This design comes from an exercise in tuning for small area, a short achievable clock period and few clock cycles per item on the open sky130 flow, not from production work. Where RTL was checked, it was by simulation tests only, not by an equivalence proof against the original.

==> inputs of job 566 <==
// se_alu
module se_alu (
    input  wire        clk,
    input  wire        rst,           
    input  wire        in_valid,
    output wire        in_ready,
    input  wire [31:0] in_insn,       
    input  wire [63:0] in_a,          
    input  wire [63:0] in_b,          
    output reg         out_valid,
    input  wire        out_ready,
    output reg  [63:0] out_result,
    output reg         out_illegal
);
Settings: LEC_CHECK=0, CAP_MARGIN=20, CORE_MARGIN=2, CORE_UTILIZATION=40, SETUP_SLACK_MARGIN=1.0, SLEW_MARGIN=20, SYNTH_HIERARCHICAL=1; clock period 26.0 ns.
standard.sh (not shown) runs the stock make flow with config.mk's settings and CLKGATE_MAP_FILE= SYNTH_SCRIPT=/design/flow/synth_recipe.tcl, a recipe that flattens the netlist after the stock synthesis.
==> flow/flow/run.sh <==
#!/bin/bash
# Layout flow: the standard ORFS flow (standard.sh, unchanged synthesis),
# run with a larger setup margin so that repair_timing works towards a clock
# period well below the design's 26 ns (the SDC itself is unchanged).
set -euo pipefail
MARGIN=$(cat flow/setup_margin.txt)
sed "s/SETUP_SLACK_MARGIN=[0-9.]*/SETUP_SLACK_MARGIN=${MARGIN}/" standard.sh > standard_margin.sh
bash standard_margin.sh > standard.log 2>&1
==> flow/flow/setup_margin.txt <==
18
==> job 7276 (differences from job 566) <==
--- a/flow/design.v
+++ b/flow/design.v
@@ -5445,13 +5445,11 @@
     output reg         out_illegal
 );
     localparam [63:0] K = 64'hA24B_1F6D_9C35_E817;
     reg adv;
     assign in_ready = adv;
-    wire       in_hash = (in_insn[31:26] == 6'h0C);
     reg        v0;
-    reg        hash0;      
     reg [5:0]  op0;
     reg [15:0] imm0;       
     reg        rs1nz0;     
     reg [63:0] a0, b0;
     always @(posedge clk) begin
@@ -5461,13 +5459,12 @@
             v0 <= in_valid;
         if (adv) begin
             op0    <= in_insn[31:26];
             imm0   <= in_insn[15:0];
             rs1nz0 <= |in_insn[20:16];
-            hash0  <= in_hash;
-            a0     <= in_a ^ (in_b & {64{in_hash}});
-            b0     <= in_hash ? K : in_b;
+            a0     <= in_a;
+            b0     <= in_b;
         end
     end
     wire [10:0] fn0     = imm0[10:0];
     wire        fn_zero = (fn0 == 11'd0);
     wire        crc_n_ok = !fn_zero && (fn0 <= 11'd8);
@@ -5487,11 +5484,11 @@
             6'h06: d_srl  = 1'b1;
             6'h07: d_sra  = 1'b1;
             6'h08: d_mul  = 1'b1;
             6'h0A: d_slt  = 1'b1;
             6'h0B: d_sltu = 1'b1;
-            6'h0C: d_hash = hash0;
+            6'h0C: d_hash = 1'b1;
             6'h0D: d_crc  = 1'b1;
             6'h10: d_add  = 1'b1;
             6'h11: d_and  = 1'b1;
             6'h12: d_or   = 1'b1;
             6'h13: d_xor  = 1'b1;
@@ -5507,12 +5504,14 @@
                && !(d_crc && !crc_n_ok)
                && !(d_lui && rs1nz0);
     wire        use_imm = op0[4];
     wire        imm_sx  = imm0[15] && (op0[2:0] == 3'd0);
     wire [63:0] opb     = use_imm ? {{48{imm_sx}}, imm0} : b0;
-    wire        sub     = d_sub | d_slt | d_sltu;
-    wire        add_sel = legal & (d_add | d_sub | d_slt | d_sltu);
+    wire        sub   = d_sub | d_slt | d_sltu;
+    wire [64:0] sum65 = {1'b0, a0} + {1'b0, opb ^ {64{sub}}} + {64'd0, sub};
+    wire        lt_u  = ~sum65[64];
+    wire        lt_s  = (a0[63] ^ b0[63]) ? a0[63] : sum65[63];
     wire        sh_left = d_sll;
     wire        sh_fill = d_sra & a0[63];
     wire [5:0]  sh_amt  = opb[5:0];
     reg  [63:0] sh_in, sh_out;
     integer i;
@@ -5541,53 +5540,50 @@
     wire [31:0] crc_tail = (crc_n == 4'd1) ? {8'd0,  a0[31:8]}  :
                            (crc_n == 4'd2) ? {16'd0, a0[31:16]} :
                            (crc_n == 4'd3) ? {24'd0, a0[31:24]} : 32'd0;
     wire [31:0] crc = crc_m ^ crc_tail;
     wire [63:0] alu_res =
-          ({64{add_sel}}                  & a0)
+          ({64{legal & d_add}}            & sum65[63:0])
+        | ({64{legal & d_sub}}            & sum65[63:0])
         | ({64{legal & d_and}}            & (a0 & opb))
         | ({64{legal & d_or}}             & (a0 | opb))
         | ({64{legal & d_xor}}            & (a0 ^ opb))
         | ({64{legal & (d_sll | d_srl | d_sra)}} & sh_out)
+        | {63'd0, legal & ((d_slt & lt_s) | (d_sltu & lt_u))}
         | ({64{legal & d_crc}}            & {32'd0, crc})
         | ({64{legal & d_lui}}            & {{32{imm0[15]}}, imm0, 16'd0});
+    wire [63:0] mul_x = a0 ^ (b0 & {64{d_hash}});
+    wire [63:0] mul_y = d_hash ? K : b0;
     wire [63:0] mul_s, mul_c;
-    se_mul_cs u_mul (.x(a0), .y(b0), .s(mul_s), .c(mul_c));
+    se_mul_cs u_mul (.x(mul_x), .y(mul_y), .s(mul_s), .c(mul_c));
     wire        mul_sel = legal & (d_mul | d_hash);
-    reg        v1, hash1, ill1, cin1, slt1, sltu1;
+    reg        v1, hash1, ill1;
     reg [63:0] s1, c1;       
     always @(posedge clk) begin
         if (rst)
             v1 <= 1'b0;
         else if (adv)
             v1 <= v0;
         if (adv) begin
             hash1 <= legal & d_hash;
             ill1  <= ~legal;
-            cin1  <= add_sel & sub;
-            slt1  <= legal & d_slt;
-            sltu1 <= legal & d_sltu;
             s1    <= mul_sel ? mul_s : alu_res;
-            c1    <= mul_sel ? mul_c : ({64{add_sel}} & (opb ^ {64{sub}}));
+            c1    <= mul_sel ? mul_c : 64'd0;
         end
     end
-    wire [64:0] p65 = {1'b0, s1} + {1'b0, c1} + {64'd0, cin1};
-    wire [63:0] p1  = p65[63:0];
-    wire        lt_u = ~p65[64];
-    wire        lt_s = (s1[63] ^ ~c1[63]) ? s1[63] : p1[63];
+    wire [63:0] p1 = s1 + c1;
     reg        v2, hash2, ill2;
     reg [63:0] r2;
     always @(posedge clk) begin
         if (rst)
             v2 <= 1'b0;
         else if (adv)
             v2 <= v1;
         if (adv) begin
             hash2 <= hash1;
             ill2  <= ill1;
-            r2    <= hash1 ? (p1 ^ {29'd0, p1[63:29]}) :
-                     (slt1 | sltu1) ? {63'd0, slt1 ? lt_s : lt_u} : p1;
+            r2    <= hash1 ? (p1 ^ {29'd0, p1[63:29]}) : p1;
         end
     end
     wire [63:0] k_s, k_c;
     se_kmul_cs u_kmul (.x(r2), .s(k_s), .c(k_c));
     wire [63:0] k_p = k_s + k_c;
==> flow/run.sh (new file) <==
#!/bin/bash
# synth_recipe.tcl (not shown) runs the flow's synth.tcl, then flattens the netlist and writes it again
# the make line also repeats each setting of config.mk as NAME=value (left out here)
make -C /OpenROAD-flow-scripts/flow DESIGN_CONFIG=/design/flow/config.mk WORK_HOME=/design/flow/orfs CLKGATE_MAP_FILE= SYNTH_SCRIPT=/design/flow/synth_recipe.tcl finish
removed: flow/flow/run.sh
removed: flow/flow/setup_margin.txt
removed: flow/standard.sh
==> job 5370 (differences from job 566) <==
--- a/flow/design.v
+++ b/flow/design.v
@@ -5444,14 +5444,16 @@
     output reg  [63:0] out_result,
     output reg         out_illegal
 );
     localparam [63:0] K = 64'hA24B_1F6D_9C35_E817;
     reg adv;
-    assign in_ready = adv;
+    reg in_ready_r;    
+    assign in_ready = in_ready_r;
     wire       in_hash = (in_insn[31:26] == 6'h0C);
     reg        v0;
     reg        hash0;      
+    reg [2:0]  pad0;       
     reg [5:0]  op0;
     reg [15:0] imm0;       
     reg        rs1nz0;     
     reg [63:0] a0, b0;
     always @(posedge clk) begin
@@ -5462,10 +5464,11 @@
         if (adv) begin
             op0    <= in_insn[31:26];
             imm0   <= in_insn[15:0];
             rs1nz0 <= |in_insn[20:16];
             hash0  <= in_hash;
+            pad0   <= 3'd0 - in_insn[2:0];
             a0     <= in_a ^ (in_b & {64{in_hash}});
             b0     <= in_hash ? K : in_b;
         end
     end
     wire [10:0] fn0     = imm0[10:0];
@@ -5529,33 +5532,30 @@
     always @* begin
         for (i = 0; i < 64; i = i + 1)
             sh_out[i] = sh_left ? sh6[63 - i] : sh6[i];
     end
     wire [3:0]  crc_n   = fn0[3:0];
-    wire [2:0]  crc_pad = 3'd0 - crc_n[2:0];           
     wire [63:0] crc_w   = b0 ^ {32'd0, a0[31:0]};
-    wire [63:0] crc_w1  = crc_pad[0] ? {crc_w[55:0],  8'd0}  : crc_w;
-    wire [63:0] crc_w2  = crc_pad[1] ? {crc_w1[47:0], 16'd0} : crc_w1;
-    wire [63:0] crc_v   = crc_pad[2] ? {crc_w2[31:0], 32'd0} : crc_w2;
-    wire [31:0] crc_m;
-    se_crc_mat u_crc (.v(crc_v), .m(crc_m));
+    wire [63:0] crc_w1  = pad0[0] ? {crc_w[55:0],  8'd0}  : crc_w;
+    wire [63:0] crc_w2  = pad0[1] ? {crc_w1[47:0], 16'd0} : crc_w1;
+    wire [63:0] crc_v   = pad0[2] ? {crc_w2[31:0], 32'd0} : crc_w2;
     wire [31:0] crc_tail = (crc_n == 4'd1) ? {8'd0,  a0[31:8]}  :
                            (crc_n == 4'd2) ? {16'd0, a0[31:16]} :
                            (crc_n == 4'd3) ? {24'd0, a0[31:24]} : 32'd0;
-    wire [31:0] crc = crc_m ^ crc_tail;
+    wire        crc_sel = legal & d_crc;
     wire [63:0] alu_res =
           ({64{add_sel}}                  & a0)
         | ({64{legal & d_and}}            & (a0 & opb))
         | ({64{legal & d_or}}             & (a0 | opb))
         | ({64{legal & d_xor}}            & (a0 ^ opb))
         | ({64{legal & (d_sll | d_srl | d_sra)}} & sh_out)
-        | ({64{legal & d_crc}}            & {32'd0, crc})
+        | ({64{crc_sel}}                  & crc_v)
         | ({64{legal & d_lui}}            & {{32{imm0[15]}}, imm0, 16'd0});
     wire [63:0] mul_s, mul_c;
     se_mul_cs u_mul (.x(a0), .y(b0), .s(mul_s), .c(mul_c));
     wire        mul_sel = legal & (d_mul | d_hash);
-    reg        v1, hash1, ill1, cin1, slt1, sltu1;
+    reg        v1, hash1, ill1, cin1, slt1, sltu1, crc1;
     reg [63:0] s1, c1;       
     always @(posedge clk) begin
         if (rst)
             v1 <= 1'b0;
         else if (adv)
@@ -5564,16 +5564,20 @@
             hash1 <= legal & d_hash;
             ill1  <= ~legal;
             cin1  <= add_sel & sub;
             slt1  <= legal & d_slt;
             sltu1 <= legal & d_sltu;
+            crc1  <= crc_sel;
             s1    <= mul_sel ? mul_s : alu_res;
-            c1    <= mul_sel ? mul_c : ({64{add_sel}} & (opb ^ {64{sub}}));
+            c1    <= mul_sel ? mul_c : (({64{add_sel}} & (opb ^ {64{sub}}))
+                                   | ({64{crc_sel}} & {32'd0, crc_tail}));
         end
     end
     wire [64:0] p65 = {1'b0, s1} + {1'b0, c1} + {64'd0, cin1};
     wire [63:0] p1  = p65[63:0];
+    wire [31:0] crc_m;
+    se_crc_mat u_crc (.v(s1), .m(crc_m));
     wire        lt_u = ~p65[64];
     wire        lt_s = (s1[63] ^ ~c1[63]) ? s1[63] : p1[63];
     reg        v2, hash2, ill2;
     reg [63:0] r2;
     always @(posedge clk) begin
@@ -5583,10 +5587,11 @@
             v2 <= v1;
         if (adv) begin
             hash2 <= hash1;
             ill2  <= ill1;
             r2    <= hash1 ? (p1 ^ {29'd0, p1[63:29]}) :
+                     crc1 ? {32'd0, crc_m ^ c1[31:0]} :
                      (slt1 | sltu1) ? {63'd0, slt1 ? lt_s : lt_u} : p1;
         end
     end
     wire [63:0] k_s, k_c;
     se_kmul_cs u_kmul (.x(r2), .s(k_s), .c(k_c));
@@ -5600,14 +5605,16 @@
     always @(posedge clk) begin
         if (rst) begin
             out_valid <= 1'b0;
             sk_valid  <= 1'b0;
             adv       <= 1'b1;
+            in_ready_r <= 1'b1;
         end else begin
             out_valid <= hold | sk_valid | push;
             sk_valid  <= sk_valid ? hold : (push & hold);
             adv       <= ~((sk_valid | (out_valid & push)) & ~pop);
+            in_ready_r <= (~sk_valid & ~(out_valid & push)) | pop;
         end
         if (!hold) begin
             out_result  <= sk_valid ? sk_result  : y;
             out_illegal <= sk_valid ? sk_illegal : ill2;
         end
==> flow/flow/run.sh (replaced) <==
#!/bin/bash
# Layout flow: the standard ORFS flow (standard.sh, unchanged synthesis)
# with two changes to how the layout is made, none to the constraints:
#  - repair_timing gets a larger setup margin, so it works towards a clock
#    period well below the design's 26 ns (the SDC itself is unchanged);
#  - the port buffers are plain buffers instead of the default choice.
set -euo pipefail
MARGIN=$(cat flow/setup_margin.txt)
sed -e "s/SETUP_SLACK_MARGIN=[0-9.]*/SETUP_SLACK_MARGIN=${MARGIN}/" \
    -e "s/\"\${@:-finish}\"/BUFFER_PORTS_ARGS=\"-buffer_cell sky130_fd_sc_hd__buf_4\" \"\${@:-finish}\"/" \
    standard.sh > standard_margin.sh
bash standard_margin.sh > standard.log 2>&1
==> flow/flow/setup_margin.txt (replaced) <==
19
==> summary of the runs <==
Job 7276 passed the timing, DRC and antenna checks. Job 566 went through all stages and came out clean. Job 5370 ran to the end with no violations.
Hold slack: job 5370 > job 566 > job 7276.
Synthesized cell count: job 7276 is larger than job 5370 (4.3%).
Global-route usage, highest first: job 566, job 7276, job 5370.
Clock skew, lowest first: job 7276, job 566, job 5370.
Between job 566 and job 7276, the lower design area is in job 566 (gap 2.2%, measured against job 7276).
Testbench counts of job 7276, summed over its fixed seeds: cycles 24,032, items 24,000.
Testbench counts of job 5370, summed over its fixed seeds: cycles 24,032, items 24,000.
Function not checked in job 566: the RTL went through the layout flow alone.

---

==> wip/violet <==
se_alu, a different RTL version from the one above (not shown whole).
Design se_alu, start of the top module:
module se_alu (
    input  wire        clk,
    input  wire        rst,           
    input  wire        in_valid,
    output wire        in_ready,
    input  wire [31:0] in_insn,       
    input  wire [63:0] in_a,          
    input  wire [63:0] in_b,          
    output reg         out_valid,
    input  wire        out_ready,
    output reg  [63:0] out_result,
    output reg         out_illegal
);
clock: 26.0 ns
lec_check: 0
cap_margin: 20
core_margin: 2
core_utilization: 40
setup_slack_margin: 1.0
slew_margin: 20
synth_hierarchical: 1
==> flow/flow/run.sh <==
#!/bin/bash
# Layout flow: the standard ORFS flow (standard.sh, unchanged synthesis)
# with two changes to how the layout is made, none to the constraints:
#  - repair_timing gets a larger setup margin, so it works towards a clock
#    period well below the design's 26 ns (the SDC itself is unchanged);
#  - the port buffers are plain buffers instead of the default choice.
set -euo pipefail
MARGIN=$(cat flow/setup_margin.txt)
sed -e "s/SETUP_SLACK_MARGIN=[0-9.]*/SETUP_SLACK_MARGIN=${MARGIN}/" \
    -e "s/\"\${@:-finish}\"/BUFFER_PORTS_ARGS=\"-buffer_cell sky130_fd_sc_hd__buf_4\" \"\${@:-finish}\"/" \
    standard.sh > standard_margin.sh
bash standard_margin.sh > standard.log 2>&1
==> flow/flow/setup_margin.txt <==
19
==> wip/nickel: changes against wip/violet <==
--- a/flow/design.v
+++ b/flow/design.v
@@ -5566,35 +5566,38 @@
         | ({64{legal & d_and}}            & (a0 & opb))
         | ({64{legal & d_or}}             & (a0 | opb))
         | ({64{legal & d_xor}}            & (a0 ^ opb))
         | ({64{crc_sel}}                  & crc_v)
         | ({64{legal & d_lui}}            & {{32{imm0[15]}}, imm0, 16'd0});
     wire [63:0] mul_s, mul_c;
     se_mul_cs u_mul (.x(a0), .y(b0), .s(mul_s), .c(mul_c));
     wire        mul_sel = legal & (d_mul | d_hash | d_sll | d_srl | d_sra);
+    wire [63:0] c1_alu = ({64{add_sel}} & (opb ^ {64{sub}})) | ({64{crc_sel}} & {32'd0, crc_tail});
+    wire [63:0] s1_d, c1_d;
+    se_ao21 u_s1d [63:0] (.a(mul_s), .b({64{mul_sel}}), .c(alu_res), .y(s1_d));
+    se_ao21 u_c1d [63:0] (.a(mul_c), .b({64{mul_sel}}), .c(c1_alu),  .y(c1_d));
     reg        v1, hash1, ill1, cin1, slt1, sltu1, crc1, shr1, inv1;
     reg [63:0] s1, c1;       
     always @(posedge clk) begin
         if (rst)
             v1 <= 1'b0;
         else if (adv)
             v1 <= v0;
         if (adv) begin
             hash1 <= legal & d_hash;
             ill1  <= ~legal;
             cin1  <= add_sel & sub;
             slt1  <= legal & d_slt;
             sltu1 <= legal & d_sltu;
             crc1  <= crc_sel;
             shr1  <= legal & shr0;
             inv1  <= inv0;
-            s1    <= (mul_s & {64{mul_sel}}) | alu_res;
-            c1    <= (mul_c & {64{mul_sel}}) | ({64{add_sel}} & (opb ^ {64{sub}}))
-                                             | ({64{crc_sel}} & {32'd0, crc_tail});
+            s1    <= s1_d;
+            c1    <= c1_d;
         end
     end
     wire [64:0] p65 = {1'b0, s1} + {1'b0, c1} + {64'd0, cin1};
     wire [63:0] p1  = p65[63:0];
     wire [31:0] crc_m;
     se_crc_mat u_crc (.v(s1), .m(crc_m));
     wire        lt_u = ~p65[64];
     wire        lt_s = (s1[63] ^ ~c1[63]) ? s1[63] : p1[63];
@@ -5618,17 +5621,22 @@
                      crc1 ? {32'd0, crc_m ^ c1[31:0]} :
                      (slt1 | sltu1) ? {63'd0, slt1 ? lt_s : lt_u} :
                      shr1 ? p1r : p1;
         end
     end
     wire [63:0] k_s, k_c;
     se_kmul_cs u_kmul (.x(r2), .s(k_s), .c(k_c));
     wire [63:0] k_p = k_s + k_c;
-    wire [63:0] y   = hash2 ? k_p : r2;
+    wire [63:0] r2n = r2 & {64{~hash2}};
+    wire [63:0] y;
+    se_ao21 u_y [63:0] (.a(k_p), .b({64{hash2}}), .c(r2n), .y(y));
+    wire [63:0] out_o = sk_valid ? sk_result : r2n;
+    wire [63:0] out_d;
+    se_ao21 u_od [63:0] (.a(k_p), .b({64{hash2 & ~sk_valid}}), .c(out_o), .y(out_d));
     reg        sk_valid, sk_illegal;
     reg [63:0] sk_result;
     wire push  = adv & v2;
     wire pop   = out_valid & out_ready;
     wire hold  = out_valid & ~out_ready;
     always @(posedge clk) begin
         if (rst) begin
             out_valid <= 1'b0;
@@ -5637,17 +5645,25 @@
             in_ready_r <= 1'b1;
         end else begin
             out_valid <= hold | sk_valid | push;
             sk_valid  <= sk_valid ? hold : (push & hold);
             adv       <= ~((sk_valid | (out_valid & push)) & ~pop);
             in_ready_r <= ~((sk_valid | (out_valid & push)) & ~pop) & out_ready;
         end
         if (!hold) begin
-            out_result  <= sk_valid ? sk_result  : y;
+            out_result  <= out_d;
             out_illegal <= sk_valid ? sk_illegal : ill2;
         end
         if (!sk_valid) begin
             sk_result  <= y;
             sk_illegal <= ill2;
         end
     end
 endmodule
+module se_ao21 (
+    input  wire a,
+    input  wire b,
+    input  wire c,
+    output wire y
+);
+    assign y = (a & b) | c;
+endmodule
==> flow/flow/setup_margin.txt (replaced) <==
19.5
==> qor summary <==
| metric | wip/nickel | wip/violet |
|---|---|---|
| Run status | timing/DRC/antenna clean | timing/DRC/antenna clean |
| Die span in x | 506 µm | 501 µm |
| Met1 global-route usage | 41.3% | 43.8% |
| Number of detailed-routing iterations run before antenna repair | 9 | 8 |
| Synthesized-area fraction occupied by adder cells | 33.9% | 34.6% |
| Highest net fanout along the worst path | 3 | 27 |
| Minimum period implied by the final worst setup slack | 6.77 ns | 7.17 ns |
| Number of buffers added for setup after CTS | 141 | 126 |
| Worst Slack Setup Final | 19.23 ns | 18.83 ns |
| Slowest CP cell | sky130_fd_sc_hd__fa_1 | sky130_fd_sc_hd__nor2_2 |
| Period utilization | 26.0% | 27.6% |
| Worst Hold Endpoint | inv1$_DFFE_PP_ | sk_result[18]$_DFF_P_ |
| Critical hold path startpoint | inv0$_DFFE_PP_ | sk_result[18]$_DFF_P_ |
| Yosys top cell area share | 29.6% | 30.3% |
| Total number of vias | 82800 | 80800 |
| Worst hold slack | 0.416 ns | 0.451 ns |
| Antenna diode count | 11 | 5 |
Testbench counts of wip/violet, summed over its fixed seeds: cycles 24,032, items 24,000.
Testbench counts of wip/nickel, summed over its fixed seeds: cycles 24,032, items 24,000.

## static timing again, ports no longer ideal
The flow's constraints put no driver on any port. The routed layouts listed below were extracted and timed again, unchanged, in two steps.
Step 1 sets driving cells, clkbuf_16 on the clock port and buf_2 on the other inputs (assumed; they add their load-dependent delay and slew).
Step 2 adds t to the input delays and takes it off the output delays; t is the mean of the earliest and latest rising clock arrival at the registers after step 1. Input paths then give back, and output paths get back, about the clock's delay inside the block.
a / b / c = ideal ports / drivers / drivers and shift; a / b = the first two.
| run | t, ns | slack for setup (ns) | hold WS [ns] | clock arrival spread, ns |
|---|---|---|---|---|
| job 566 | 0.833 | 18.018 / 18.018 / 18.018 | 0.428 / 0.428 / 0.428 | 0.065 / 0.065 |
| job 7276 | 0.814 | 16.233 / 16.233 / 16.233 | 0.420 / 0.420 / 0.420 | 0.027 / 0.026 |
| job 5370 | 0.789 | 18.910 / 18.910 / 18.575 | 0.439 / 0.439 / 0.439 | 0.084 / 0.084 |
| wip/violet | 0.804 | 18.829 / 18.829 / 18.288 | 0.451 / 0.451 / 0.451 | 0.102 / 0.103 |
| wip/nickel | 0.792 | 19.228 / 19.228 / 18.749 | 0.416 / 0.416 / 0.416 | 0.098 / 0.099 |
After both steps setup and hold are still met in every run listed. The setup slack of wip/violet, which loses most, moves by 0.000 ns with the drivers and by -0.541 ns with both steps.
